Source: an optimization exercise on an open RTL-to-GDS flow (aim: small area, a short achievable clock period and few clock cycles per item). Production flows keep margins and buffers that such runs may drop.
RTL that was checked went through simulation tests only; none was proved equivalent to the original.
Only the layout flow was run in run 5; the RTL was not checked for function there.

<file path="flow/config.mk">
export PLATFORM = sky130hd
export DESIGN_NAME = sha256_unit
export DESIGN_NICKNAME = sha256_unit
export VERILOG_FILES = /design/flow/design.v
export SDC_FILE = /design/flow/constraint.sdc
export NUM_CORES = 4
export LEC_CHECK = 0
export CAP_MARGIN = 20
export CORE_MARGIN = 2
export CORE_UTILIZATION = 40
export SLEW_MARGIN = 20
</file>
<file path="flow/constraint.sdc">
create_clock -name core_clock -period 10.0 [get_ports {clk}]
set_input_delay 2.0000 -clock core_clock [delete_from_list [all_inputs] [get_ports {clk}]]
set_output_delay 2.0000 -clock core_clock [all_outputs]
set_load 0.01 [all_outputs]
</file>
<file path="flow/design.v">
module sha256_unit (
    input  wire         clk,
    input  wire         rst,           
    input  wire         blk_valid,
    output wire         blk_ready,
    input  wire         blk_first,
    input  wire [511:0] blk_data,
    output reg          dig_valid,
    input  wire         dig_ready,
    output wire [255:0] dig_data
);
    localparam [31:0] IV0 = 32'h6a09e667, IV1 = 32'hbb67ae85, IV2 = 32'h3c6ef372, IV3 = 32'ha54ff53a,
                      IV4 = 32'h510e527f, IV5 = 32'h9b05688c, IV6 = 32'h1f83d9ab, IV7 = 32'h5be0cd19;
    function [31:0] rotr(input [31:0] x, input integer n);
        rotr = (x >> n) | (x << (32 - n));
    endfunction
    function [63:0] csa(input [31:0] x, input [31:0] y, input [31:0] z);
        csa = {x ^ y ^ z, {(x[30:0] & y[30:0]) | (x[30:0] & z[30:0]) | (y[30:0] & z[30:0]), 1'b0}};
    endfunction
    reg         run;
    reg  [5:0]  t;
    reg         fin;
    reg         fdig;
    reg         acc_done;    
    reg  [1:0]  ph;          
    reg         ivl;         
    reg         nv_r;        
    reg         nv2;         
    reg         first_r;     
    reg         use_a;       
    reg         use_e;       
    wire waiting  = !run && !fin;
    wire go       = fin && (fdig ? (nv2 && !first_r) : 1'b1);   
    wire ivload   = waiting && nv_r && first_r && !ivl && !dig_valid;
    wire pre      = waiting && nv_r && (ph == 2'd3) && (ivl == first_r);
    wire rot      = waiting && !dig_valid && (ph != 2'd3) && !ivload;
    wire last     = run && (t == 6'd63);
    wire cstep_a  = (run && use_a) || fin || pre || (rot && ph != 2'd2);
    wire cstep_e  = (run && use_e) || pre || rot;
    reg  ld_e;                                       
    reg  ld_b;                                       
    assign blk_ready = run && !acc_done && !dig_valid && (t >= 6'd13) && (t <= 6'd59);
    wire   accept    = blk_valid && blk_ready;
    reg  [31:0] a, b, c, e, f, g;
    reg  [31:0] t1, p, pd;
    reg  [31:0] kt;                      
    reg  [31:0] w [0:15];                
    reg  [31:0] qa0, qa1, qa2, qa3;      
    reg  [31:0] qe0, qe1, qe2, qe3;      
    assign dig_data = {qa0, qa1, qa2, qa3, qe0, qe1, qe2, qe3};
    wire [31:0] big_s0 = rotr(a, 2) ^ rotr(a, 13) ^ rotr(a, 22);
    wire [31:0] maj    = (a & b) ^ (a & c) ^ (b & c);
    wire [63:0] xa     = csa(t1, maj, big_s0);
    wire [31:0] a_new  = xa[63:32] + xa[31:0];
    wire [31:0] big_s1 = rotr(e, 6) ^ rotr(e, 11) ^ rotr(e, 25);
    wire [31:0] ch     = (e & f) ^ (~e & g);
    wire [63:0] xt     = csa(p, ch, big_s1);
    wire [31:0] t1_new = xt[63:32] + xt[31:0];
    wire [63:0] xe     = csa(pd, ch, big_s1);
    wire [31:0] e_new  = xe[63:32] + xe[31:0];
    wire [31:0] sum_a = qa3 + (a & {32{use_a}});
    wire [31:0] sum_e = qe3 + (e & {32{use_e}});
    wire [31:0] p_h    = ld_e ? qe2 : g;
    wire [31:0] p_d    = ld_e ? qa1 : b;
    wire [63:0] xp     = csa(p_h, kt, w[0]);
    wire [31:0] p_new  = xp[63:32] + xp[31:0];
    wire [63:0] xpd    = csa(xp[63:32], xp[31:0], p_d);
    wire [31:0] pd_new = xpd[63:32] + xpd[31:0];
    wire [31:0] sm0   = rotr(w[14], 7) ^ rotr(w[14], 18) ^ (w[14] >> 3);
    wire [31:0] sm1   = rotr(w[1], 17) ^ rotr(w[1], 19) ^ (w[1] >> 10);
    wire [63:0] xw0   = csa(sm1, w[6], sm0);
    wire [63:0] xw1   = csa(xw0[63:32], xw0[31:0], w[15]);
    wire [31:0] w_sch = xw1[63:32] + xw1[31:0];
    reg         in_sel;
    reg  [3:0]  in_idx_r;
    wire [3:0]  in_idx = pre ? 4'd1 : in_idx_r;
    wire [31:0] w_in   = blk_data[511 - 32*in_idx -: 32];
    wire [31:0] w_head = (in_sel || pre) ? w_in : w_sch;
    wire       abort = run && (t == 6'd60) && !acc_done;      
    wire       run_n = go || (run && !last && !abort);
    wire [5:0] t_n   = go ? 6'd0 : (t + 6'd1);
    wire       fin_n = last || pre;
    wire       acc_n = acc_done || accept;
    reg  [3:0] idx_n;
    reg        sel_n;
    reg  [5:0] kidx_n;
    always @(*) begin
        if (fin_n) begin                  
            idx_n = 4'd2; sel_n = 1'b1; kidx_n = 6'd1;
        end else if (run_n && t_n == 6'd63) begin    
            idx_n = 4'd1; sel_n = 1'b1; kidx_n = 6'd0;
        end else if (run_n && t_n == 6'd62) begin
            idx_n = 4'd0; sel_n = 1'b1; kidx_n = 6'd0;
        end else if (run_n) begin
            idx_n = t_n[3:0] + 4'd3; sel_n = (t_n <= 6'd12); kidx_n = t_n + 6'd2;
        end else begin                    
            idx_n = 4'd0; sel_n = 1'b1; kidx_n = 6'd0;
        end
    end
    wire [31:0] k_next;
    sha256_k u_k (.i(kidx_n), .k(k_next));
    integer k;
    always @(posedge clk) begin
        a  <= run ? a_new : sum_a;
        b  <= ld_b ? qa0 : a;
        c  <= b;
        e  <= ld_e ? sum_e : e_new;
        f  <= ld_e ? qe0 : e;
        g  <= ld_e ? qe1 : f;
        t1 <= t1_new;
        p  <= p_new;
        pd <= pd_new;
        kt <= k_next;
        w[0] <= w_head;
        for (k = 1; k < 16; k = k + 1) w[k] <= w[k-1];
        if (ivload) begin
            qa0 <= IV2; qa1 <= IV3; qa2 <= IV0; qa3 <= IV1;
            qe0 <= IV5; qe1 <= IV6; qe2 <= IV7; qe3 <= IV4;
        end else begin
            if (cstep_a) begin
                qa0 <= sum_a; qa1 <= qa0; qa2 <= qa1; qa3 <= qa2;
            end
            if (cstep_e) begin
                qe0 <= sum_e; qe1 <= qe0; qe2 <= qe1; qe3 <= qe2;
            end
        end
    end
    always @(posedge clk) begin
        nv_r    <= blk_valid && !rst;
        nv2     <= nv_r && !rst;
        first_r <= blk_first;
        if (rst) begin
            run       <= 1'b0;
            t         <= 6'd0;
            fin       <= 1'b0;
            fdig      <= 1'b0;
            acc_done  <= 1'b0;
            ph        <= 2'd0;
            ivl       <= 1'b0;
            dig_valid <= 1'b0;
            use_a     <= 1'b0;
            use_e     <= 1'b0;
            in_sel    <= 1'b1;
            in_idx_r  <= 4'd0;
            ld_e      <= 1'b1;
            ld_b      <= 1'b1;
        end else begin
            ld_e     <= !(run_n || fin_n) || (run_n && t_n == 6'd63);
            ld_b     <= !run_n || (run_n && t_n == 6'd63);
            in_sel   <= sel_n;
            in_idx_r <= idx_n;
            use_a    <= (run && acc_n && (t == 6'd60 || t == 6'd61 || t == 6'd62)) || last;
            use_e    <= run && acc_n && (t == 6'd59 || t == 6'd60 || t == 6'd61 || t == 6'd62);
            if (dig_valid && dig_ready)
                dig_valid <= 1'b0;
            acc_done <= acc_n && !go;
            if (ivload) begin
                ivl <= 1'b1;
                ph  <= 2'd3;
            end
            if (rot)
                ph <= ph + 2'd1;
            run <= run_n;
            t   <= t_n;
            fin <= fin_n;
            if (last) fdig <= 1'b1;
            if (pre) begin
                fdig <= 1'b0;
                ivl  <= 1'b0;
            end
            if (fin) begin
                ph <= 2'd0;
                if (fdig) dig_valid <= 1'b1;
            end
        end
    end
endmodule
module sha256_k (
    input  wire [5:0]  i,
    output reg  [31:0] k
);
    always @(*) begin
        case (i)
            6'd0: k = 32'h428a2f98;
            6'd1: k = 32'h71374491;
            6'd2: k = 32'hb5c0fbcf;
            6'd3: k = 32'he9b5dba5;
            6'd4: k = 32'h3956c25b;
            6'd5: k = 32'h59f111f1;
            6'd6: k = 32'h923f82a4;
            6'd7: k = 32'hab1c5ed5;
            6'd8: k = 32'hd807aa98;
            6'd9: k = 32'h12835b01;
            6'd10: k = 32'h243185be;
            6'd11: k = 32'h550c7dc3;
            6'd12: k = 32'h72be5d74;
            6'd13: k = 32'h80deb1fe;
            6'd14: k = 32'h9bdc06a7;
            6'd15: k = 32'hc19bf174;
            6'd16: k = 32'he49b69c1;
            6'd17: k = 32'hefbe4786;
            6'd18: k = 32'h0fc19dc6;
            6'd19: k = 32'h240ca1cc;
            6'd20: k = 32'h2de92c6f;
            6'd21: k = 32'h4a7484aa;
            6'd22: k = 32'h5cb0a9dc;
            6'd23: k = 32'h76f988da;
            6'd24: k = 32'h983e5152;
            6'd25: k = 32'ha831c66d;
            6'd26: k = 32'hb00327c8;
            6'd27: k = 32'hbf597fc7;
            6'd28: k = 32'hc6e00bf3;
            6'd29: k = 32'hd5a79147;
            6'd30: k = 32'h06ca6351;
            6'd31: k = 32'h14292967;
            6'd32: k = 32'h27b70a85;
            6'd33: k = 32'h2e1b2138;
            6'd34: k = 32'h4d2c6dfc;
            6'd35: k = 32'h53380d13;
            6'd36: k = 32'h650a7354;
            6'd37: k = 32'h766a0abb;
            6'd38: k = 32'h81c2c92e;
            6'd39: k = 32'h92722c85;
            6'd40: k = 32'ha2bfe8a1;
            6'd41: k = 32'ha81a664b;
            6'd42: k = 32'hc24b8b70;
            6'd43: k = 32'hc76c51a3;
            6'd44: k = 32'hd192e819;
            6'd45: k = 32'hd6990624;
            6'd46: k = 32'hf40e3585;
            6'd47: k = 32'h106aa070;
            6'd48: k = 32'h19a4c116;
            6'd49: k = 32'h1e376c08;
            6'd50: k = 32'h2748774c;
            6'd51: k = 32'h34b0bcb5;
            6'd52: k = 32'h391c0cb3;
            6'd53: k = 32'h4ed8aa4a;
            6'd54: k = 32'h5b9cca4f;
            6'd55: k = 32'h682e6ff3;
            6'd56: k = 32'h748f82ee;
            6'd57: k = 32'h78a5636f;
            6'd58: k = 32'h84c87814;
            6'd59: k = 32'h8cc70208;
            6'd60: k = 32'h90befffa;
            6'd61: k = 32'ha4506ceb;
            6'd62: k = 32'hbef9a3f7;
            6'd63: k = 32'hc67178f2;
            default: k = 32'h0;
        endcase
    end
endmodule
</file>
<file path="flow/flow/run.sh">
#!/bin/bash
# Own layout flow: the standard flow (standard synthesis unchanged), with
#  - the port buffers made of the smallest buffer cell, and
#  - timing repair aimed at a setup margin below the clock period (the SDC
#    and its clock period are unchanged).
set -euo pipefail
MARGIN=$(cat flow/margin.txt)
bash standard.sh \
  "BUFFER_PORTS_ARGS=-buffer_cell sky130_fd_sc_hd__buf_1" \
  "SETUP_SLACK_MARGIN=${MARGIN}" \
  finish > standard.log 2>&1
</file>
<file path="flow/flow/margin.txt">
6
</file>
<file path="flow/standard.sh">
#!/bin/bash
# synth_recipe.tcl (not shown) runs the flow's synth.tcl, then flattens the netlist and writes it again
# the make line also repeats each setting of config.mk as NAME=value (left out here)
make -C /OpenROAD-flow-scripts/flow DESIGN_CONFIG=/design/flow/config.mk WORK_HOME=/design/flow/orfs CLKGATE_MAP_FILE= SYNTH_SCRIPT=/design/flow/synth_recipe.tcl "${@:-finish}"
</file>
==> results of run 1 <==
==> worst min path at each step <==
stage / start / endpoint / depth (start not counted)
after detailed placement: w[13][20] / w[14][20] / 0
after global routing: w[2][2] / w[3][2] / 0
final: w[4][31] / w[5][31] / 0
after global placement: w[11][24] / w[12][24] / 0
after CTS: w[3][16] / w[4][16] / 0
after floorplan: w[9][0] / w[10][0] / 0
==> per-layer routing <==
layer | vias up | track usage, %
li1 | 22480 | -
met1 | 24380 | 37.27
met2 | 2183 | 54.82
met3 | 616 | 6.561
met4 | 24 | 24.99
met5 | - | 0
==> logic make-up after synthesis <==
family	count (synthesis)
buffers and inverters	858
muxes	382
xor gates and xnor gates	493
DFF	1114
and+or+nand+nor	1434
AOI/OAI and AO/OA	1329
adders and majority gates	505
==> critical path, delay by kind of cell, from the launching register on <==
family | cells | cell delay, ps
adder cells (fa/ha/maj) | 3 | 1280
XOR/XNOR | 1 | 150
multiplexers | 1 | 300
flip-flops | 1 | 460
AND/OR/NAND/NOR | 3 | 540
buffers and inverters | 5 | 620
AO/OA/AOI/OAI | 5 | 1080
==> cells in the final DEF, fill, tap and decap left out, drive strengths merged, types with 30 or more instances in the layout <==
| master | count |
|---|---|
| a211oi | 89 |
| nor2 | 258 |
| nand3 | 173 |
| o21a | 42 |
| fa | 223 |
| o21ai | 241 |
| ha | 274 |
| diode | 41 |
| mux4 | 96 |
| dfxtp | 1114 |
| mux2i | 113 |
| xnor2 | 301 |
| nor3 | 61 |
| o211ai | 53 |
| inv | 520 |
| and2 | 72 |
| xor2 | 192 |
| nor3b | 33 |
| a21oi | 505 |
| clkbuf | 169 |
| a21o | 118 |
| a221oi | 44 |
| nand2 | 675 |
| clkinv | 30 |
| nand2b | 41 |
| a31oi | 39 |
| mux2 | 173 |
| buf | 986 |
==> layout make-up <==
class,instances,area [µm²]
clock inverter,54,809.5
multi-input combinational,4144,35480
timing repair buffer,995,5162
sequential,1114,22600
inverter,519,2004
fill,13300,71760
antenna,41,102.6
clock buffer,164,3352
tap,1903,2381
==> timing repair <==
item / CTS / global route
endpoints found under the setup margin: 159 / 131
pin swaps: 135 / 181
gates resized for setup: 423 / 371
cloned: 6 / 3
hold buffers: 0 / 0
buffers inserted: 89 / 81
==> results.rst, run 1 <==
.. list-table::
   :header-rows: 1

   * - Metric
     - Value
   * - EDFF count, synth
     - 0
   * - Area fraction of the dominant cell type after synthesis
     - between 30% and 40%
   * - Total nets after synthesis
     - about 7100
   * - Dpl hpwl
     - approximately 200000 µm
   * - Critical path destination
     - pd[27]
   * - Via count of the first global-routing pass
     - roughly 48000
   * - Synthesized area divided by synthesized cell count
     - between 9 and 10 µm²
   * - Die extent in y
     - approximately 380 µm
   * - DRT iter0 DRCs
     - roughly 4400
   * - Met1 WL
     - 92800 µm
   * - Peak per-stage delay on the critical path
     - around 480 ps
   * - Routed wire length on met2
     - around 120000 µm
   * - Top FF cell, synth
     - dfxtp_1
   * - Die ar.
     - 148000 µm²
   * - #FFs+latches synth
     - ~1100
   * - Dominant cell by count in the synthesized netlist
     - dfxtp_1
   * - Cell total after placement
     - between 8000 and 9000
   * - Launch point of the critical path
     - ld_e
   * - RSZ-0062 raised after global routing
     - yes
   * - Async set-or-reset flop fraction in the synthesized netlist
     - 0%
   * - CTS tree
     - built
   * - CTS Root Buffer Type
     - clkbuf_16
   * - Depth of the CTS H-tree
     - 3
   * - Port bufs
     - between 700 and 800
   * - Max reg flops
     - just over 500
   * - Largest net degree at the start of global routing
     - just under 90
   * - Share of the synthesized netlist area taken by xor and xnor gates
     - between 7 and 8%
   * - Area after DPL
     - around 62000 µm²
   * - Number of clock sinks
     - around 1100
   * - Drt wl/cell
     - around 28 µm
   * - Number of search-and-repair iterations in the first detailed-routing pass
     - 23
   * - Util after Layout
     - about half
   * - Worst R2R Setup Slack
     - 5530 ps
   * - Die width
     - between 300 and 400 µm
   * - Final wirelength
     - between 200000 and 300000 µm
   * - Via count
     - 49680
   * - Highest routed metal layer
     - met5
   * - Cts bufs inserted
     - 115
   * - Startpoint Class
     - flip-flop
   * - Antenna violations before repair
     - 48
   * - Reg2Reg Launch Point
     - ld_e
   * - Critical path class
     - flip-flop to flip-flop
   * - Share of synthesized cell area in and, or, nand and nor gates
     - ~11%
   * - Biggest register
     - w
   * - Number of buffers on the longest clock path
     - 3
   * - Wire length of the first global-routing pass
     - between 300000 and 400000 µm
   * - Post-route cell area
     - 71890 µm²
   * - Cell-by-cell trace of the critical path
     - buf_12, buf_12, buf_12, mux2i_4, fa_1, inv_2, fa_1, ha_4, and3_4, nand4_1, o311a_1, o21ai_2, nand4_1, a31oi_4, buf_4, a21oi_2, o21bai_1, xor2_1
   * - Number of cells produced by synthesis
     - 6115
   * - Classification of the worst-slack hold path
     - flip-flop to flip-flop
   * - Worst-skew pair later-pin latency
     - ~790 ps
   * - Cell types with the highest counts after synthesis
     - dfxtp_1, nand2_1, inv_1, a21oi_1, xnor2_1
   * - Non-filler cells, final
     - roughly 8900
   * - Logic depth of the worst register-to-register path
     - 18
   * - Core region area
     - about 140000 µm²
   * - Fraction of synthesized area in multiplexers
     - between 9 and 10%
   * - Critical path fanouts, max
     - 7
   * - Worst Clk Skew
     - approximately 70 ps
   * - Area overhead of the layout relative to synthesis
     - 24.01%
   * - Fraction of final layout cells with drive strength greater than 1
     - about 18%
   * - Avg Vias per Cell
     - 5.561
   * - Most common cell on crit path
     - buf_12
   * - Slew HR
     - 25.07%
   * - Library cell with the largest summed area after synthesis
     - dfxtp_1
   * - Remaining routing DRC violations
     - 0
   * - Kind of capture point of the worst setup path
     - flip-flop
   * - Slowest cell on the critical path
     - fa_1
   * - Max-capacitance violation count
     - 0
   * - Sum of negative setup slack
     - 0 ps
   * - Sequential cell area fraction in the yosys report
     - between 30% and 40%
   * - Final weighted congestion in routability-driven placement
     - slightly above 1
   * - Largest family of logic cells by synthesized area
     - compound AO/OA/AOI/OAI gates
   * - Final setup slack of the worst path
     - ~5500 ps
   * - Total I/O pin count
     - ~780
   * - Overflow left after global routing
     - 0
   * - Top post-synthesis cells by area
     - dfxtp_1, fa_1, ha_1, xnor2_1, nand2_1
   * - Status
     - complete, no violations
   * - Routed length on met3
     - between 15000 and 20000 µm
   * - Post-synthesis compound-gate area fraction
     - between 10% and 20%
   * - Final critical-path share of the clock period
     - between 40% and 50%
   * - CTS clock-pin slew for the worst setup and hold paths
     - 60 ps
   * - Final slew viol count
     - 0
   * - End of the worst register-to-register path
     - pd[27]
   * - Endpoint required time on the critical path
     - 10720 ps
   * - Adder and majority gate portion of the synthesized area
     - between 10% and 20%
   * - Timing-limited maximum frequency
     - 0.2236 GHz
   * - Std cell rows
     - 139
   * - Worst Setup Slack post-DPL
     - approximately 4300 ps
   * - Worst-Margin Slew
     - between 1000 and 1500 ps
   * - Synth Warn #
     - 3
   * - Post-synth cell types
     - 91
   * - Overall global routing resource usage
     - about a third
   * - Final net count
     - between 7000 and 8000
   * - Smallest hold slack
     - 298.1 ps
   * - Clock period minus worst slack
     - approximately 4500 ps
   * - Total standard cell area after synthesis
     - 57970 µm²
   * - Arrival time of the worst setup path
     - a little over 5000 ps
   * - DRT antenna net count
     - 0
   * - Final Setup Violations
     - 0
   * - Starting Density
     - between 40% and 50%
   * - Final hold vios
     - 0
Testbench counts, summed over its fixed seeds: cycles 63,645, blocks 960.
==> run 2, diff against run 1 <==
--- a/flow/design.v
+++ b/flow/design.v
@@ -34,3 +34,4 @@
     wire ivload   = waiting && nv_r && first_r && !ivl && !dig_valid;
-    wire pre      = waiting && nv_r && (ph == 2'd3) && (ivl == first_r);
+    reg  pre;                                        
+    wire pre_d    = waiting && !pre && nv_r && (ph == 2'd3) && (ivl == first_r);
     wire rot      = waiting && !dig_valid && (ph != 2'd3) && !ivload;
@@ -62,13 +63,14 @@
     wire [31:0] sum_e = qe3 + (e & {32{use_e}});
+    reg  [31:0] gb;
     wire [31:0] p_h    = ld_e ? qe2 : g;
-    wire [31:0] p_d    = ld_e ? qa1 : b;
     wire [63:0] xp     = csa(p_h, kt, w[0]);
     wire [31:0] p_new  = xp[63:32] + xp[31:0];
-    wire [63:0] xpd    = csa(xp[63:32], xp[31:0], p_d);
+    wire [63:0] xpd    = csa(gb, kt, w[0]);
     wire [31:0] pd_new = xpd[63:32] + xpd[31:0];
-    wire [31:0] sm0   = rotr(w[14], 7) ^ rotr(w[14], 18) ^ (w[14] >> 3);
+    reg  [63:0] q;
+    wire [31:0] sm0   = rotr(w[13], 7) ^ rotr(w[13], 18) ^ (w[13] >> 3);
+    wire [63:0] q_new = csa(w[5], sm0, w[14]);
     wire [31:0] sm1   = rotr(w[1], 17) ^ rotr(w[1], 19) ^ (w[1] >> 10);
-    wire [63:0] xw0   = csa(sm1, w[6], sm0);
-    wire [63:0] xw1   = csa(xw0[63:32], xw0[31:0], w[15]);
-    wire [31:0] w_sch = xw1[63:32] + xw1[31:0];
+    wire [63:0] xw    = csa(sm1, q[63:32], q[31:0]);
+    wire [31:0] w_sch = xw[63:32] + xw[31:0];
     reg         in_sel;
@@ -87,3 +89,3 @@
     always @(*) begin
-        if (fin_n) begin                  
+        if (last) begin                   
             idx_n = 4'd2; sel_n = 1'b1; kidx_n = 6'd1;
@@ -99,4 +101,11 @@
     end
-    wire [31:0] k_next;
-    sha256_k u_k (.i(kidx_n), .k(k_next));
+    wire [31:0] k_rom;
+    sha256_k u_k (.i(kidx_n), .k(k_rom));
+    wire [31:0] k_next = pre ? 32'h71374491 : k_rom;    
+    wire [31:0] g_d   = ld_e ? qe1 : f;
+    wire [31:0] b_d   = ld_b ? qa0 : a;
+    wire        ld_e_n = !(run_n || fin_n) || (run_n && t_n == 6'd63);
+    reg         gb_w;        
+    reg         gb_q;        
+    wire [31:0] gb_new = (gb_w ? qe2 : (gb_q ? qe1 : f)) + (gb_w ? qa1 : ((gb_q || ld_b) ? qa0 : a));
     integer k;
@@ -104,3 +113,3 @@
         a  <= run ? a_new : sum_a;
-        b  <= ld_b ? qa0 : a;
+        b  <= b_d;
         c  <= b;
@@ -108,3 +117,4 @@
         f  <= ld_e ? qe0 : e;
-        g  <= ld_e ? qe1 : f;
+        g  <= g_d;
+        gb <= gb_new;
         t1 <= t1_new;
@@ -114,2 +124,3 @@
         w[0] <= w_head;
+        q    <= q_new;
         for (k = 1; k < 16; k = k + 1) w[k] <= w[k-1];
@@ -146,7 +157,13 @@
             ld_b      <= 1'b1;
+            pre       <= 1'b0;
+            gb_w      <= 1'b1;
+            gb_q      <= 1'b1;
         end else begin
-            ld_e     <= !(run_n || fin_n) || (run_n && t_n == 6'd63);
+            ld_e     <= ld_e_n;
+            pre      <= pre_d;
+            gb_w     <= !run_n && !fin_n && !pre_d;
+            gb_q     <= ld_e_n || (run_n && t_n == 6'd62);
             ld_b     <= !run_n || (run_n && t_n == 6'd63);
             in_sel   <= sel_n;
-            in_idx_r <= idx_n;
+            in_idx_r <= pre ? 4'd2 : idx_n;
             use_a    <= (run && acc_n && (t == 6'd60 || t == 6'd61 || t == 6'd62)) || last;
==> results.rst, run 2 <==
.. list-table::
   :header-rows: 1

   * - Metric
     - Value
   * - CTS tree
     - built
   * - Final Setup Violations
     - 0 (unchanged)
   * - Number of buffers on the longest clock path
     - 3 (unchanged)
   * - Worst Clk Skew
     - 84.40 ps (+14.13 ps)
   * - Clock period minus worst slack
     - 4169 ps (-302.0 ps)
   * - Total standard cell area after synthesis
     - 61620 µm² (+6.3%)
   * - Post-synth cell types
     - 102 (+12%)
   * - Drt wl/cell
     - 25.98 µm (-8.3%)
   * - Regs by FF count
     - w (480), q (63)
   * - Worst-skew pair later-pin latency
     - 790 ps (about the same)
   * - Dominant cell by count in the synthesized netlist
     - dfxtp_1
   * - End of the worst register-to-register path
     - p[31]
   * - Kind of capture point of the worst setup path
     - flip-flop
   * - Reg2Reg Launch Point
     - ld_e
   * - Overflow left after global routing
     - 0 (unchanged)
   * - Via count of the first global-routing pass
     - 50070 (+4.6%)
   * - Timing-limited maximum frequency
     - 0.2398 GHz (+7.2%)
   * - Endpoint required time on the critical path
     - 10700 ps (-20 ps)
   * - Wire length of the first global-routing pass
     - 349100 µm (+0.32%)
   * - Std cell rows
     - 144 (+3.6%)
   * - Cts bufs inserted
     - 120 (+4.3%)
   * - Final critical-path share of the clock period
     - 41.69% (-3.0 points)
   * - Sum of negative setup slack
     - 0 ps (unchanged)
   * - CTS clock-pin slew for the worst setup and hold paths
     - 70 ps (about the same)
   * - Fraction of final layout cells with drive strength greater than 1
     - 14.47% (-3.2 points)
   * - Classification of the worst-slack hold path
     - flip-flop to flip-flop
   * - Non-filler cells, final
     - 9518 (+6.5%)
   * - Avg Vias per Cell
     - 5.467 (-1.7%)
   * - Synth Warn #
     - 3 (unchanged)
   * - Synthesized area divided by synthesized cell count
     - 9.310 µm² (-1.8%)
   * - Max-capacitance violation count
     - 0 (unchanged)
   * - Logic depth of the worst register-to-register path
     - 16 (-2)
   * - Biggest register
     - w
   * - Number of clock sinks
     - 1180 (+5.9%)
   * - Total nets after synthesis
     - 7665 (+7.5%)
   * - RSZ-0062 raised after global routing
     - yes
   * - Via count
     - 52040 (+4.7%)
   * - Die width
     - 396.5 µm (+3.1%)
   * - Final wirelength
     - 247300 µm (-2.3%)
   * - Die ar.
     - 157200 µm² (+6.2%)
   * - Cell types with the highest counts after synthesis
     - dfxtp_1, nand2_1, inv_1, a21oi_1, o21ai_0
   * - Count of hold-fix buffers inserted at cts
     - 0 (unchanged)
   * - Largest net degree at the start of global routing
     - 129 (+47%)
   * - Critical path destination
     - p[31]
   * - DRT antenna net count
     - 0 (unchanged)
   * - Slew HR
     - 21.09% (-4.0 points)
   * - Final hold vios
     - 0 (unchanged)
   * - Launch point of the critical path
     - ld_e
   * - Startpoint Class
     - flip-flop
   * - #FFs+latches synth
     - 1180 (+5.9%)
   * - Number of cells produced by synthesis
     - 6619 (+8.2%)
   * - Overall global routing resource usage
     - 30.43% (-2.5 points)
   * - Cell total after placement
     - 9148 (+7.7%)
   * - Worst-Margin Slew
     - 1171 ps (+78.57 ps)
   * - Top post-synthesis cells by area
     - dfxtp_1, fa_1, ha_1, nand2_1, xnor2_1
   * - Dpl hpwl
     - 190400 µm (-3.1%)
   * - DRT iter0 DRCs
     - 4891 (+11%)
   * - Top FF cell, synth
     - dfxtp_1
   * - Final setup slack of the worst path
     - 5831 ps (+302.0 ps)
   * - Starting Density
     - 40.14% (-0.21 points)
   * - Sequential cell area fraction in the yosys report
     - 38.33% (-0.13 points)
   * - Area overhead of the layout relative to synthesis
     - 20.59%
   * - Leading cell type in the layout, fill and taps excluded
     - dfxtp_1
   * - Worst Setup Slack post-DPL
     - 4766 ps (+504.0 ps)
   * - Status
     - complete, no violations
   * - Arrival time of the worst setup path
     - 4870 ps (-320 ps)
   * - Remaining routing DRC violations
     - 0 (unchanged)
   * - Critical path fanouts, max
     - 8 (+1)
   * - Max reg flops
     - 480 (-6.3%)
   * - Worst R2R Setup Slack
     - 5830 ps (+300 ps)
   * - Number of search-and-repair iterations in the first detailed-routing pass
     - 7 (-70%)
   * - Total I/O pin count
     - 775 (unchanged)
   * - Final net count
     - 8416 (+6.5%)
   * - Antenna violations before repair
     - 22 (-54%)
   * - Depth of the CTS H-tree
     - 3 (unchanged)
   * - Die extent in y
     - 396.5 µm (+3.1%)
   * - Async set-or-reset flop fraction in the synthesized netlist
     - 0% (unchanged)
   * - Core region area
     - 153500 µm² (+6.9%)
   * - Library cell with the largest summed area after synthesis
     - dfxtp_1
   * - Final slew viol count
     - 0 (unchanged)
   * - Area fraction of the dominant cell type after synthesis
     - 38.33% (-0.13 points)
   * - EDFF count, synth
     - 0 (unchanged)
   * - Highest-count cells in the layout ignoring fill and taps
     - dfxtp_1, nand2_1, buf_1, inv_1, a21oi_1
   * - CTS Root Buffer Type
     - clkbuf_16
   * - Final weighted congestion in routability-driven placement
     - 1.015 (about the same)
   * - Critical path class
     - flip-flop to flip-flop
   * - Port bufs
     - 774 (unchanged)
[run 2: changes by cell type after synthesis, moves of 17 or more]
cell      before   now
o21ai_0      226   398
nand2_1      671   814
inv_1        516   603
dfxtp_1     1114  1180
a211oi_1      87    42
ha_1         274   304
nor2_1       257   229
mux2i_1      113   139
a21o_1       118   135
[run 2: worst min-delay path by stage]
stage                   from         to  slack [ps]  cells after the start
detailed placement  w[9][11]  w[10][11]         310                      0
global placement    w[10][6]   w[11][6]         310                      0
CTS                 w[3][10]   w[4][10]         280                      0
finish              w[3][10]   w[4][10]         280                      0
global route        w[3][10]   w[4][10]         270                      0
floorplan            w[9][0]   w[10][0]         310                      0
[run 2: routing by layer]
layer / vias up / global-route usage, % / wire [µm]
li1: 23890 / - / -
met1: 25490 / 40.38 / 102700
met5: - / 0 / 41
met4: 6 / 13.10 / 12700
met2: 2192 / 48.60 / 112700
met3: 454 / 5.355 / 19180
[run 2: cell type report]
class                      count  area, µm²
timing repair buffer         979       4980
fill                       14580      79200
multi-input combinational   4483      36160
sequential                  1180      23840
antenna                        3      7.507
clock buffer                 157       3423
inverter                     606       2297
tap                         2044       2557
clock inverter                66       1045
[run 2: timing repair]
item,4_1_cts,5_1_grt
setup endpoints to repair,155,98
gates cloned,10,1
setup buffers,70,63
gates resized for setup,316,211
pin swaps,74,115
[run 2: cell families (layout without fill, tap and decap cells)]
group                    Yosys count  count (layout)  synth area share [%]
AND/OR/NAND/NOR                 1588            1588                 11.63
AO/OA/AOI/OAI                   1448            1448                 14.33
flip-flops                      1180            1180                 38.33
buffers and inverters            956            1808                 6.049
adder cells (fa/ha/maj)          531             531                 13.51
XOR/XNOR                         512             512                 7.289
multiplexers                     404             404                 8.855
other                              0               3                     0
[run 2: critical path, stage by stage (launching register included)]
cell and delay (ps):
dfxtp_4 380, buf_16 140, mux2_4 310, fa_1 440, ha_2 200, fa_2 340
a21o_1 160, a21o_1 180, a21oi_2 170, o21ai_2 90, a22oi_2 260, o21ai_2 140
a221o_1 340, or4b_1 490, a31o_1 200, a21oi_2 130, xnor2_1 120
[run 2: through the flow]
step	instance area (µm²)	utilization (%)	hold slack [ps]
2_1_floorplan	61710	-	309.6
6_report	74310	48.41	279.8
3_5_place_dp	66300	43.19	312.1
5_1_grt	74310	48.41	273.8
3_3_place_gp	66290	43.19	309.7
4_1_cts	72860	47.47	275.9
Testbench counts of run 2, summed over its fixed seeds: cycles 63,953, blocks 960.
==> run 3, diff against run 2 <==
--- a/flow/config.mk
+++ b/flow/config.mk
@@ -10,2 +10,4 @@
 export CORE_UTILIZATION = 40
+export CTS_BUF_LIST = sky130_fd_sc_hd__clkbuf_8
+export CTS_CLUSTER_SIZE = 20
 export SLEW_MARGIN = 20
==> results.rst, run 3 <==
.. list-table::
   :header-rows: 1

   * - Metric
     - Value
   * - Status
     - complete, no violations
   * - Worst Clk Skew
     - 70.81 ps (-13.59 ps)
   * - Top post-synthesis cells by area
     - dfxtp_1, fa_1, ha_1, nand2_1, xnor2_1
   * - Final wirelength
     - 248900 µm (+0.62%)
   * - Worst-skew pair later-pin latency
     - 940 ps (+150 ps)
   * - Cell depth of the worst min-delay path
     - 0 (unchanged)
   * - Share of synthesized cell area in and, or, nand and nor gates
     - 11.63% (unchanged)
   * - Largest family of logic cells by synthesized area
     - compound AO/OA/AOI/OAI gates
   * - Max reg flops
     - 480 (unchanged)
   * - Classification of the worst-slack hold path
     - flip-flop to flip-flop
   * - Via count of the first global-routing pass
     - 50590 (+1.0%)
   * - Max-capacitance violation count
     - 0 (unchanged)
   * - Sum of negative setup slack
     - 0 ps (unchanged)
   * - Kind of capture point of the worst setup path
     - flip-flop
   * - Logic depth of the worst register-to-register path
     - 14 (-2)
   * - Drt wl/cell
     - 25.80 µm (-0.69%)
   * - Regs by FF count
     - w (480), q (63)
   * - Cell types with the highest counts after synthesis
     - dfxtp_1, nand2_1, inv_1, a21oi_1, o21ai_0
   * - Final-layout fill cell count
     - 14730 (+1.0%)
   * - Peak per-stage delay on the critical path
     - 810 ps (+320 ps)
   * - Cts bufs inserted
     - 192 (+60%)
   * - Avg Vias per Cell
     - 5.440 (-0.50%)
   * - Endpoint of the worst hold-timing path
     - w[11][31]
   * - Overflow left after global routing
     - 0 (unchanged)
   * - Post-synthesis compound-gate area fraction
     - 14.33% (unchanged)
   * - Total standard cell area after synthesis
     - 61620 µm² (unchanged)
   * - RSZ-0062 raised after global routing
     - yes
   * - Slew HR
     - 27.38% (+6.3 points)
   * - Final slew viol count
     - 0 (unchanged)
   * - Die ar.
     - 157200 µm² (unchanged)
   * - Final critical-path share of the clock period
     - 41.78% (+0.090 points)
   * - Cell-by-cell trace of the critical path
     - xor2_2, xnor2_2, buf_4, fa_1, inv_2, ha_4, a211oi_1, o21bai_1, a21oi_2, nor4_2, o22ai_2, o21ai_2, buf_4, xor2_1
   * - Final hold vios
     - 0 (unchanged)
   * - Synthesized area divided by synthesized cell count
     - 9.310 µm² (unchanged)
   * - Number of cells produced by synthesis
     - 6619 (unchanged)
   * - Fraction of final layout cells with drive strength greater than 1
     - 15.32% (+0.85 points)
   * - Synth Warn #
     - 3 (unchanged)
   * - Sequential cell area fraction in the yosys report
     - 38.33% (unchanged)
   * - Final net count
     - 8484 (+0.81%)
   * - Area after DPL
     - 66300 µm² (unchanged)
   * - Endpoint required time on the critical path
     - 10730 ps (+30 ps)
   * - Starting Density
     - 40.14% (unchanged)
   * - Area overhead of the layout relative to synthesis
     - 20.08%
   * - #FFs+latches synth
     - 1180 (unchanged)
   * - CTS clock-pin slew for the worst setup and hold paths
     - 60 ps (about the same)
   * - Count of hold-fix buffers inserted at cts
     - 0 (unchanged)
   * - Smallest hold slack
     - 287.4 ps (+7.584 ps)
   * - Worst-Margin Slew
     - 1078 ps (-93.40 ps)
   * - Critical path fanouts, max
     - 5 (-3)
   * - Core region area
     - 153500 µm² (unchanged)
   * - Arrival time of the worst setup path
     - 4910 ps (+40 ps)
   * - Startpoint Class
     - flip-flop
   * - Largest net degree at the start of global routing
     - 129 (unchanged)
   * - Via count
     - 52460 (+0.81%)
   * - HP Start
     - w[10][31]
   * - Reg2Reg Launch Point
     - e[27]
   * - EDFF count, synth
     - 0 (unchanged)
   * - Std cell rows
     - 144 (unchanged)
   * - Clock period minus worst slack
     - 4178 ps (+8.990 ps)
   * - CTS tree
     - built
   * - Number of clock sinks
     - 1180 (unchanged)
   * - Leading cell type in the layout, fill and taps excluded
     - dfxtp_1
   * - Library cell with the largest summed area after synthesis
     - dfxtp_1
   * - Timing-limited maximum frequency
     - 0.2393 GHz (-0.22%)
   * - Top FF cell, synth
     - dfxtp_1
   * - Number of search-and-repair iterations in the first detailed-routing pass
     - 9 (+2)
   * - Antenna violations before repair
     - 30 (+36%)
   * - Total I/O pin count
     - 775 (unchanged)
   * - Final Setup Violations
     - 0 (unchanged)
   * - Share of the synthesized netlist area taken by xor and xnor gates
     - 7.289% (unchanged)
   * - Worst R2R Setup Slack
     - 5820 ps (about the same)
   * - Wire length of the first global-routing pass
     - 349900 µm (+0.21%)
   * - Total nets after synthesis
     - 7665 (unchanged)
   * - Adder and majority gate portion of the synthesized area
     - 13.51% (unchanged)
   * - Post-synth cell types
     - 102 (unchanged)
   * - Critical path class
     - flip-flop to flip-flop
   * - DRT antenna net count
     - 0 (unchanged)
   * - Remaining routing DRC violations
     - 0 (unchanged)
   * - Die extent in y
     - 396.5 µm (unchanged)
   * - End of the worst register-to-register path
     - t1[20]
   * - Area fraction of the dominant cell type after synthesis
     - 38.33% (unchanged)
   * - Biggest register
     - w
   * - Final weighted congestion in routability-driven placement
     - 1.015 (unchanged)
   * - Post-route cell area
     - 73990 µm² (-0.42%)
   * - Dpl hpwl
     - 190400 µm (unchanged)
   * - Overall global routing resource usage
     - 30.51% (+0.084 points)
   * - Highest-count cells in the layout ignoring fill and taps
     - dfxtp_1, nand2_1, buf_1, inv_1, a21oi_1
   * - Async set-or-reset flop fraction in the synthesized netlist
     - 0% (unchanged)
   * - CTS Root Buffer Type
     - clkbuf_8
   * - DRT iter0 DRCs
     - 5030 (+2.8%)
   * - Slowest cell on the critical path
     - xor2_1
   * - Depth of the CTS H-tree
     - 4 (+1)
   * - Most common cell on crit path
     - buf_4
   * - Number of buffers on the longest clock path
     - 3 (unchanged)
   * - Dominant cell by count in the synthesized netlist
     - dfxtp_1
   * - Die width
     - 396.5 µm (unchanged)
   * - Fraction of synthesized area in multiplexers
     - 8.855% (unchanged)
   * - Port bufs
     - 774 (unchanged)
run 3: cell types whose count changed in the layout (fill, tap and decap cells not counted), moves of 6 or more:
cell / change
clkbuf_8: +213
clkbuf_16: -120
inv_1: +49
bufinv_16: -13
clkinv_2: +12
clkbuf_1: -10
clkinvlp_4: -7
diode_2: +6
run 3: through the flow:
step                util [%]  cells  setup WS [ps]
floorplan                  -   6619           5940
global route           48.19   9638           5696
detailed placement     43.19   9148           4766
CTS                    47.15   9568           5826
finish                 48.20   9644           5822
global placement       43.19   9147           4775
run 3: cell type report:
class | count | area (µm²) | area share, %
timing repair buffer | 975 | 4933 | 6.667
inverter | 606 | 2287 | 3.091
clock inverter | 108 | 844.6 | 1.141
sequential | 1180 | 23850 | 32.23
clock buffer | 239 | 3289 | 4.445
antenna | 9 | 22.52 | 0.03044
tap | 2044 | 2557 | 3.456
multi-input combinational | 4483 | 36210 | 48.93
run 3: worst max path at each step:
stage                      from   endpoint  slack (ps)  depth (start not counted)
final                     e[27]     t1[20]        5820                         14
after global routing       ld_e      p[31]        5700                         16
after CTS                  t[1]  blk_ready        5830                          6
after detailed placement   ld_b     gb[28]        4770                         18
after global placement     ld_b     gb[30]        4770                         18
after floorplan            ld_e      p[31]        5940                         18
run 3: kinds of logic (layout without fill, tap and decap cells):
group / Yosys count / in the layout
other: 0 / 9
xor gates and xnor gates: 512 / 512
DFF: 1180 / 1180
adders and majority gates: 531 / 531
muxes: 404 / 404
buffers and inverters: 956 / 1928
and+or+nand+nor: 1588 / 1588
AOI/OAI and AO/OA: 1448 / 1448
run 3: timing repair:
action / CTS / global route
endpoints found under the setup margin: 157 / 101
buffers inserted: 64 / 65
gates cloned: 9 / 2
pin swaps: 67 / 116
gates resized for setup: 308 / 234
run 3: routing by layer:
metal / up-vias / routed length (µm) / GRT usage [%]
met5: - / 43 / 0
met4: 6 / 12150 / 13.23
met3: 454 / 18620 / 4.863
met2: 2275 / 114200 / 48.80
met1: 25660 / 103800 / 40.72
li1: 24070 / - / -
run 3: critical path: cells and delay by family (launching register included):
family / cells / cell delay, ps
AO/OA/AOI/OAI: 5 / 880
XOR/XNOR: 3 / 1150
adder cells (fa/ha/maj): 2 / 800
buffers and inverters: 3 / 390
flip-flops: 1 / 390
AND/OR/NAND/NOR: 1 / 350
==> run 4, diff against run 3 <==
--- a/flow/config.mk
+++ b/flow/config.mk
@@ -11,3 +11,2 @@
 export CTS_BUF_LIST = sky130_fd_sc_hd__clkbuf_8
-export CTS_CLUSTER_SIZE = 20
 export SLEW_MARGIN = 20
==> results.rst, run 4 <==
.. list-table::
   :header-rows: 1

   * - Metric
     - Value
   * - CTS tree
     - built
   * - Final hold vios
     - 0 (unchanged)
   * - Max-capacitance violation count
     - 0 (unchanged)
   * - Status
     - complete, no violations
   * - Overflow left after global routing
     - 0 (unchanged)
   * - Port bufs
     - 774 (unchanged)
   * - Leading cell type in the layout, fill and taps excluded
     - dfxtp_1
   * - Share of the synthesized netlist area taken by xor and xnor gates
     - 7.289% (unchanged)
   * - Final net count
     - 8490 (+0.071%)
   * - Via count of the first global-routing pass
     - 50610 (+0.034%)
   * - Final slew viol count
     - 0 (unchanged)
   * - Total standard cell area after synthesis
     - 61620 µm² (unchanged)
   * - Sequential cell area fraction in the yosys report
     - 38.33% (unchanged)
   * - Slew HR
     - 12.64% (-15 points)
   * - Startpoint Class
     - flip-flop
   * - Number of search-and-repair iterations in the first detailed-routing pass
     - 6 (-3)
   * - Final wirelength
     - 249200 µm (+0.12%)
   * - Fraction of synthesized area in multiplexers
     - 8.855% (unchanged)
   * - DRT iter0 DRCs
     - 4869 (-3.2%)
   * - Kind of capture point of the worst setup path
     - flip-flop
   * - Via count
     - 52470 (+0.023%)
   * - Fraction of final layout cells with drive strength greater than 1
     - 15.56% (+0.24 points)
   * - Biggest register
     - w
   * - Starting Density
     - 40.14% (unchanged)
   * - Critical path class
     - flip-flop to flip-flop
   * - #FFs+latches synth
     - 1180 (unchanged)
   * - Timing-limited maximum frequency
     - 0.2399 GHz (+0.22%)
   * - Adder and majority gate portion of the synthesized area
     - 13.51% (unchanged)
   * - Async set-or-reset flop fraction in the synthesized netlist
     - 0% (unchanged)
   * - Die width
     - 396.5 µm (unchanged)
   * - EDFF count, synth
     - 0 (unchanged)
   * - Regs by FF count
     - w (480), q (63)
   * - Top FF cell, synth
     - dfxtp_1
   * - Area fraction of the dominant cell type after synthesis
     - 38.33% (unchanged)
   * - Cell types with the highest counts after synthesis
     - dfxtp_1, nand2_1, inv_1, a21oi_1, o21ai_0
   * - CTS clock-pin slew for the worst setup and hold paths
     - 60 ps (about the same)
   * - Cell-by-cell trace of the critical path
     - buf_16, mux2_4, fa_1, ha_2, fa_2, a21o_1, a21o_1, a21oi_2, o21ai_2, a22oi_2, o21ai_2, a221o_1, or4b_1, a31o_1, a21oi_2, xnor2_1
   * - Arrival time of the worst setup path
     - 5020 ps (+110 ps)
   * - Dpl hpwl
     - 190400 µm (unchanged)
   * - Cell total after placement
     - 9148 (unchanged)
   * - Dominant cell by count in the synthesized netlist
     - dfxtp_1
   * - Overall global routing resource usage
     - 30.49% (about the same)
   * - Number of buffers on the longest clock path
     - 3 (unchanged)
   * - Post-synth cell types
     - 102 (unchanged)
   * - Std cell rows
     - 144 (unchanged)
   * - Sum of negative setup slack
     - 0 ps (unchanged)
   * - Peak per-stage delay on the critical path
     - 500 ps (-310 ps)
   * - Slowest cell on the critical path
     - or4b_1
   * - Critical path fanouts, max
     - 9 (+4)
   * - CTS Root Buffer Type
     - clkbuf_8
   * - Drt wl/cell
     - 25.82 µm (about the same)
   * - Die extent in y
     - 396.5 µm (unchanged)
   * - Final critical-path share of the clock period
     - 41.69% (-0.093 points)
   * - Largest net degree at the start of global routing
     - 129 (unchanged)
   * - Core region area
     - 153500 µm² (unchanged)
   * - Number of cells produced by synthesis
     - 6619 (unchanged)
   * - Clock period minus worst slack
     - 4169 ps (-9.310 ps)
   * - Final weighted congestion in routability-driven placement
     - 1.015 (unchanged)
   * - Synthesized area divided by synthesized cell count
     - 9.310 µm² (unchanged)
   * - Total nets after synthesis
     - 7665 (unchanged)
   * - Depth of the CTS H-tree
     - 4 (unchanged)
   * - Worst-skew pair later-pin latency
     - 920 ps (-20 ps)
   * - Total I/O pin count
     - 775 (unchanged)
   * - Wire length of the first global-routing pass
     - 349700 µm (about the same)
   * - Synth Warn #
     - 3 (unchanged)
   * - Library cell with the largest summed area after synthesis
     - dfxtp_1
   * - Cts bufs inserted
     - 193 (+0.52%)
   * - Share of synthesized cell area in and, or, nand and nor gates
     - 11.63% (unchanged)
   * - Die ar.
     - 157200 µm² (unchanged)
   * - Avg Vias per Cell
     - 5.438 (about the same)
   * - Antenna violations before repair
     - 30 (unchanged)
   * - Smallest hold slack
     - 288.9 ps (+1.496 ps)
   * - Non-filler cells, final
     - 9649 (+0.052%)
   * - Remaining routing DRC violations
     - 0 (unchanged)
   * - DRT antenna net count
     - 0 (unchanged)
   * - Endpoint required time on the critical path
     - 10850 ps (+120 ps)
   * - Max reg flops
     - 480 (unchanged)
   * - Worst Clk Skew
     - 67.72 ps (-3.085 ps)
   * - Classification of the worst-slack hold path
     - flip-flop to flip-flop
   * - Largest family of logic cells by synthesized area
     - compound AO/OA/AOI/OAI gates
   * - Highest-count cells in the layout ignoring fill and taps
     - dfxtp_1, nand2_1, buf_1, inv_1, a21oi_1
   * - Worst R2R Setup Slack
     - 5830 ps (about the same)
   * - RSZ-0062 raised after global routing
     - yes
   * - Worst-Margin Slew
     - 1297 ps (+218.8 ps)
   * - Area overhead of the layout relative to synthesis
     - 20.32%
   * - Top post-synthesis cells by area
     - dfxtp_1, fa_1, ha_1, nand2_1, xnor2_1
   * - Final Setup Violations
     - 0 (unchanged)
   * - Number of clock sinks
     - 1180 (unchanged)
   * - Post-synthesis compound-gate area fraction
     - 14.33% (unchanged)
-- run 4: kinds of logic (layout without fill, tap and decap cells) --
group	count (synthesis)	count (layout)
flip-flops	1180	1180
AND/OR/NAND/NOR	1588	1588
other	0	7
buffers and inverters	956	1935
XOR/XNOR	512	512
AO/OA/AOI/OAI	1448	1448
multiplexers	404	404
adder cells (fa/ha/maj)	531	531
-- run 4: worst paths after layout --
| kind | cells after the start | from | end |
|---|---|---|---|
| max | 16 | ld_e | p[31] |
| min | 0 | w[10][31] | w[11][31] |
| max reg2reg | 16 | ld_e | p[31] |
| min reg2reg | 0 | w[10][31] | w[11][31] |
-- run 4: stage by stage --
stage | setup WS (ps) | area [µm²] | util [%]
detailed placement | 4766 | 66300 | 43.19
global route | 5696 | 74140 | 48.30
global placement | 4775 | 66290 | 43.19
finish | 5831 | 74140 | 48.30
floorplan | 5940 | 61710 | -
CTS | 5836 | 72400 | 47.17
-- run 4: cell type report --
| class | instances | area (µm²) |
|---|---|---|
| timing repair buffer | 980 | 4982 |
| multi-input combinational | 4483 | 36280 |
| tap | 2044 | 2557 |
| antenna | 7 | 17.52 |
| clock inverter | 108 | 844.6 |
| sequential | 1180 | 23860 |
| inverter | 606 | 2290 |
| clock buffer | 241 | 3317 |
| fill | 14710 | 79360 |
-- run 4: worst max-delay path: cells and delay by family (launching register included) --
kind / cells / cell delay (ps)
compound gates: 9 / 1670
flops: 1 / 370
buf+inv: 1 / 140
fa+ha+maj: 3 / 990
simple gates: 1 / 500
mux: 1 / 310
xor+xnor: 1 / 120
-- run 4: routing by layer --
layer	share of wire, %	GRT usage (%)	wire length (µm)
met5	0.020	0	51
met4	4.7	13.27	11640
met3	7.4	5.080	18390
met2	46	48.83	115000
met1	42	40.49	104100
-- run 4: repair_timing --
item | 4_1_cts | 5_1_grt
setup buffers | 65 | 69
cloned | 9 | 2
endpoints found under the setup margin | 157 | 102
gates resized for setup | 308 | 253
pin swaps | 67 | 140
hold buffers | 0 | 0
==> run 5, diff against run 4 <==
--- a/flow/design.v
+++ b/flow/design.v
@@ -33,5 +33,5 @@
     wire go       = fin && (fdig ? (nv2 && !first_r) : 1'b1);   
-    wire ivload   = waiting && nv_r && first_r && !ivl && !dig_valid;
+    wire ivload   = waiting && nv_r && first_r && !ivl && (!dig_valid || dig_ready);
     reg  pre;                                        
-    wire pre_d    = waiting && !pre && nv_r && (ph == 2'd3) && (ivl == first_r);
+    wire pre_d    = waiting && !pre && nv_r && (((ph == 2'd3) && (ivl == first_r)) || ivload);
     wire rot      = waiting && !dig_valid && (ph != 2'd3) && !ivload;
@@ -109,3 +109,4 @@
     reg         gb_q;        
-    wire [31:0] gb_new = (gb_w ? qe2 : (gb_q ? qe1 : f)) + (gb_w ? qa1 : ((gb_q || ld_b) ? qa0 : a));
+    wire [31:0] gb_sum = (gb_w ? qe2 : (gb_q ? qe1 : f)) + (gb_w ? qa1 : ((gb_q || ld_b) ? qa0 : a));
+    wire [31:0] gb_new = ivload ? (IV7 + IV3) : gb_sum;          
     integer k;
--- a/flow/config.mk
+++ b/flow/config.mk
@@ -7,3 +7,3 @@
 export LEC_CHECK = 0
-export CAP_MARGIN = 20
+export CAP_MARGIN = 10
 export CORE_MARGIN = 2
@@ -11,2 +11,2 @@
 export CTS_BUF_LIST = sky130_fd_sc_hd__clkbuf_8
-export SLEW_MARGIN = 20
+export SLEW_MARGIN = 10
==> results.rst, run 5 <==
.. list-table::
   :header-rows: 1

   * - Metric
     - Value
   * - Die extent in y
     - 398.6 µm (+0.54%)
   * - Final Setup Violations
     - 0 (unchanged)
   * - CTS clock-pin slew for the worst setup and hold paths
     - 60 ps (about the same)
   * - Dominant cell by count in the synthesized netlist
     - dfxtp_1
   * - Max reg flops
     - 480 (unchanged)
   * - Clock period minus worst slack
     - 4460 ps (+290.5 ps)
   * - Arrival time of the worst setup path
     - 5310 ps (+290 ps)
   * - Total standard cell area after synthesis
     - 62300 µm² (+1.1%)
   * - Final hold vios
     - 0 (unchanged)
   * - Top post-synthesis cells by area
     - dfxtp_1, fa_1, ha_1, nand2_1, xnor2_1
   * - Total nets after synthesis
     - 7773 (+1.4%)
   * - Highest-count cells in the layout ignoring fill and taps
     - dfxtp_1, nand2_1, buf_1, inv_1, a21oi_1
   * - Library cell with the largest summed area after synthesis
     - dfxtp_1
   * - Total I/O pin count
     - 775 (unchanged)
   * - Antenna violations before repair
     - 22 (-27%)
   * - Number of clock sinks
     - 1180 (unchanged)
   * - Max-capacitance violation count
     - 0 (unchanged)
   * - Biggest register
     - w
   * - Via count
     - 53420 (+1.8%)
   * - Starting Density
     - 40.35% (+0.20 points)
   * - Final critical-path share of the clock period
     - 44.60% (+2.9 points)
   * - Slew HR
     - 22.44% (+9.8 points)
   * - Synth Warn #
     - 3 (unchanged)
   * - Kind of capture point of the worst setup path
     - flip-flop
   * - Largest net degree at the start of global routing
     - 93 (-28%)
   * - Area overhead of the layout relative to synthesis
     - 19.79%
   * - Wire length of the first global-routing pass
     - 352300 µm (+0.74%)
   * - Worst Setup Slack post-DPL
     - 4649 ps (-117.0 ps)
   * - Area fraction of the dominant cell type after synthesis
     - 37.92% (-0.41 points)
   * - CTS Root Buffer Type
     - clkbuf_8
   * - Regs by FF count
     - w (480), q (63)
   * - Cts bufs inserted
     - 192 (-0.52%)
   * - Sum of negative setup slack
     - 0 ps (unchanged)
   * - Std cell rows
     - 144 (unchanged)
   * - Via count of the first global-routing pass
     - 51220 (+1.2%)
   * - Cell total after placement
     - 9257 (+1.2%)
   * - Final weighted congestion in routability-driven placement
     - 0.9981 (-1.7%)
   * - Fraction of final layout cells with drive strength greater than 1
     - 14.97% (-0.59 points)
   * - Dpl hpwl
     - 189800 µm (-0.30%)
   * - Classification of the worst-slack hold path
     - flip-flop to flip-flop
   * - Port bufs
     - 774 (unchanged)
   * - Leading cell type in the layout, fill and taps excluded
     - dfxtp_1
   * - Critical path fanouts, max
     - 3 (-6)
   * - Worst-Margin Slew
     - 1156 ps (-141.1 ps)
   * - Core region area
     - 154400 µm² (+0.59%)
   * - Critical path class
     - flip-flop to flip-flop
   * - Die width
     - 398.6 µm (+0.54%)
   * - Top FF cell, synth
     - dfxtp_1
   * - Async set-or-reset flop fraction in the synthesized netlist
     - 0% (unchanged)
   * - Final-layout fill cell count
     - 14750 (+0.25%)
   * - Number of search-and-repair iterations in the first detailed-routing pass
     - 7 (+1)
   * - Overall global routing resource usage
     - 30.36% (-0.13 points)
   * - Drt wl/cell
     - 25.57 µm (-0.97%)
   * - Synthesized area divided by synthesized cell count
     - 9.261 µm² (-0.53%)
   * - Startpoint Class
     - flip-flop
   * - Timing-limited maximum frequency
     - 0.2242 GHz (-6.5%)
   * - Final setup slack of the worst path
     - 5540 ps (-290.5 ps)
   * - Post-synth cell types
     - 95 (-6.9%)
   * - Cell types with the highest counts after synthesis
     - dfxtp_1, nand2_1, inv_1, a21oi_1, o21ai_0
   * - DRT antenna net count
     - 0 (unchanged)
   * - Worst-skew pair later-pin latency
     - 950 ps (+30 ps)
   * - Avg Vias per Cell
     - 5.481 (+0.78%)
   * - Remaining routing DRC violations
     - 0 (unchanged)
   * - Overflow left after global routing
     - 0 (unchanged)
   * - Die ar.
     - 158900 µm² (+1.1%)
   * - Number of buffers on the longest clock path
     - 3 (unchanged)
   * - Final slew viol count
     - 0 (unchanged)
   * - Non-filler cells, final
     - 9748 (+1.0%)
   * - Final net count
     - 8586 (+1.1%)
   * - Endpoint required time on the critical path
     - 10850 ps (about the same)
   * - Status
     - complete, no violations
   * - Final wirelength
     - 249300 µm (about the same)
   * - Depth of the CTS H-tree
     - 4 (unchanged)
   * - Number of cells produced by synthesis
     - 6727 (+1.6%)
   * - DRT iter0 DRCs
     - 5142 (+5.6%)
   * - CTS tree
     - built
   * - Util after Layout
     - 48.33% (about the same)
   * - RSZ-0062 raised after global routing
     - yes
   * - EDFF count, synth
     - 0 (unchanged)
   * - Sequential cell area fraction in the yosys report
     - 37.92% (-0.41 points)
   * - #FFs+latches synth
     - 1180 (unchanged)
   * - Worst Clk Skew
     - 76.78 ps (+9.059 ps)
   * - Count of hold-fix buffers inserted at cts
     - 0 (unchanged)
run 5: final timing paths:
| kind | from | endpoint | slack (ps) | cells after the start |
|---|---|---|---|---|
| worst max-delay path | e[26] | t1[31] | 5540 | 16 |
| worst min-delay path | w[10][24] | w[11][24] | 280 | 0 |
| worst max register to register | e[26] | t1[31] | 5540 | 16 |
| worst min register to register | w[10][24] | w[11][24] | 280 | 0 |
run 5: area by class of cell:
class,instances,area [µm²],share of cell area [%]
Multi-Input combinational cell,4591,36820,49.34
Sequential cell,1180,23840,31.95
Timing Repair Buffer,976,4886,6.548
Clock buffer,245,3372,4.519
Tap cell,2044,2557,3.427
Inverter,599,2263,3.033
Clock inverter,100,850.8,1.140
Antenna cell,13,32.53,0.04359
run 5: worst max-delay path: stages, from the launching register on:
cell and delay, ps:
dfxtp_4 410, xor2_2 200, xnor2_2 150, fa_1 530, inv_1 40, ha_2 170, fa_2 340, a211o_1 310
a2111oi_4 460, o32ai_4 170, a22oi_2 260, a31oi_4 150, a21bo_1 230, or4_4 440, a31o_1 220, a21oi_2 150
xnor2_1 130
run 5: metrics by stage:
stage / instance area, µm² / hold slack [ps]
3_3_place_gp: 67060 / 309.6
4_1_cts: 73000 / 275.0
3_5_place_dp: 67060 / 312.1
2_1_floorplan: 62350 / 309.6
6_report: 74620 / 283.9
5_1_grt: 74600 / 269.1
run 5: what timing repair did:
action / 4_1_cts / 5_1_grt
endpoints found under the setup margin: 174 / 111
cloned: 9 / 4
setup buffers: 54 / 66
pin swaps: 46 / 103
resized for setup: 269 / 243
run 5: cells by family after synthesis:
kind of cell	share of synthesized area (%)
simple gates	12.14
compound gates	14.74
flops	37.92
buf+inv	5.897
fa+ha+maj	13.37
xor+xnor	7.170
mux	8.767
run 5: layer usage:
metal	vias to the layer above	global-route usage, %	share of wire (%)
met5	-	0	0.010
met4	4	10.22	3.5
met3	407	5.563	7.4
met2	2212	47.66	45
met1	26250	41.95	44
li1	24550	-	-

[port drivers added, routing unchanged]
The results above use ideal ports. As a check the final layouts listed here were re-extracted and re-timed, cells and wires unchanged.
Step 1: set_driving_cell puts a clkbuf_16 on clk and a buf_2 on each other input, an assumption about the parent block.
Step 2, shift: input delay + t, output delay - t, t = (earliest + latest rising clock arrival at the registers) / 2. This alone moves slack from input paths to output paths.
Three values: ideal, step 1, step 2; two values: the first two.
| run | t, ns | slack for setup (ns) | slew at the worst register clock pin (ns) | worst data-port slew with drivers (ns) | cell pins on the clock port's net |
|---|---|---|---|---|---|
| run 1 | 0.833 | 5.529 / 5.529 / 5.529 | 0.08 / 0.08 | 0.24 | 1 |
| run 2 | 0.835 | 5.831 / 5.831 / 5.716 | 0.07 / 0.07 | 0.19 | 1 |
| run 3 | 0.982 | 5.822 / 5.796 / 5.684 | 0.08 / 0.08 | 0.17 | 1 |
| run 4 | 0.970 | 5.831 / 5.822 / 5.639 | 0.08 / 0.08 | 0.18 | 1 |
| run 5 | 0.991 | 5.540 / 5.540 / 5.207 | 0.07 / 0.07 | 0.17 | 1 |
After both steps setup and hold are still met in every run listed. For run 5, which loses most, drivers alone change the setup slack by 0.000 ns; drivers and shift together by -0.333 ns.
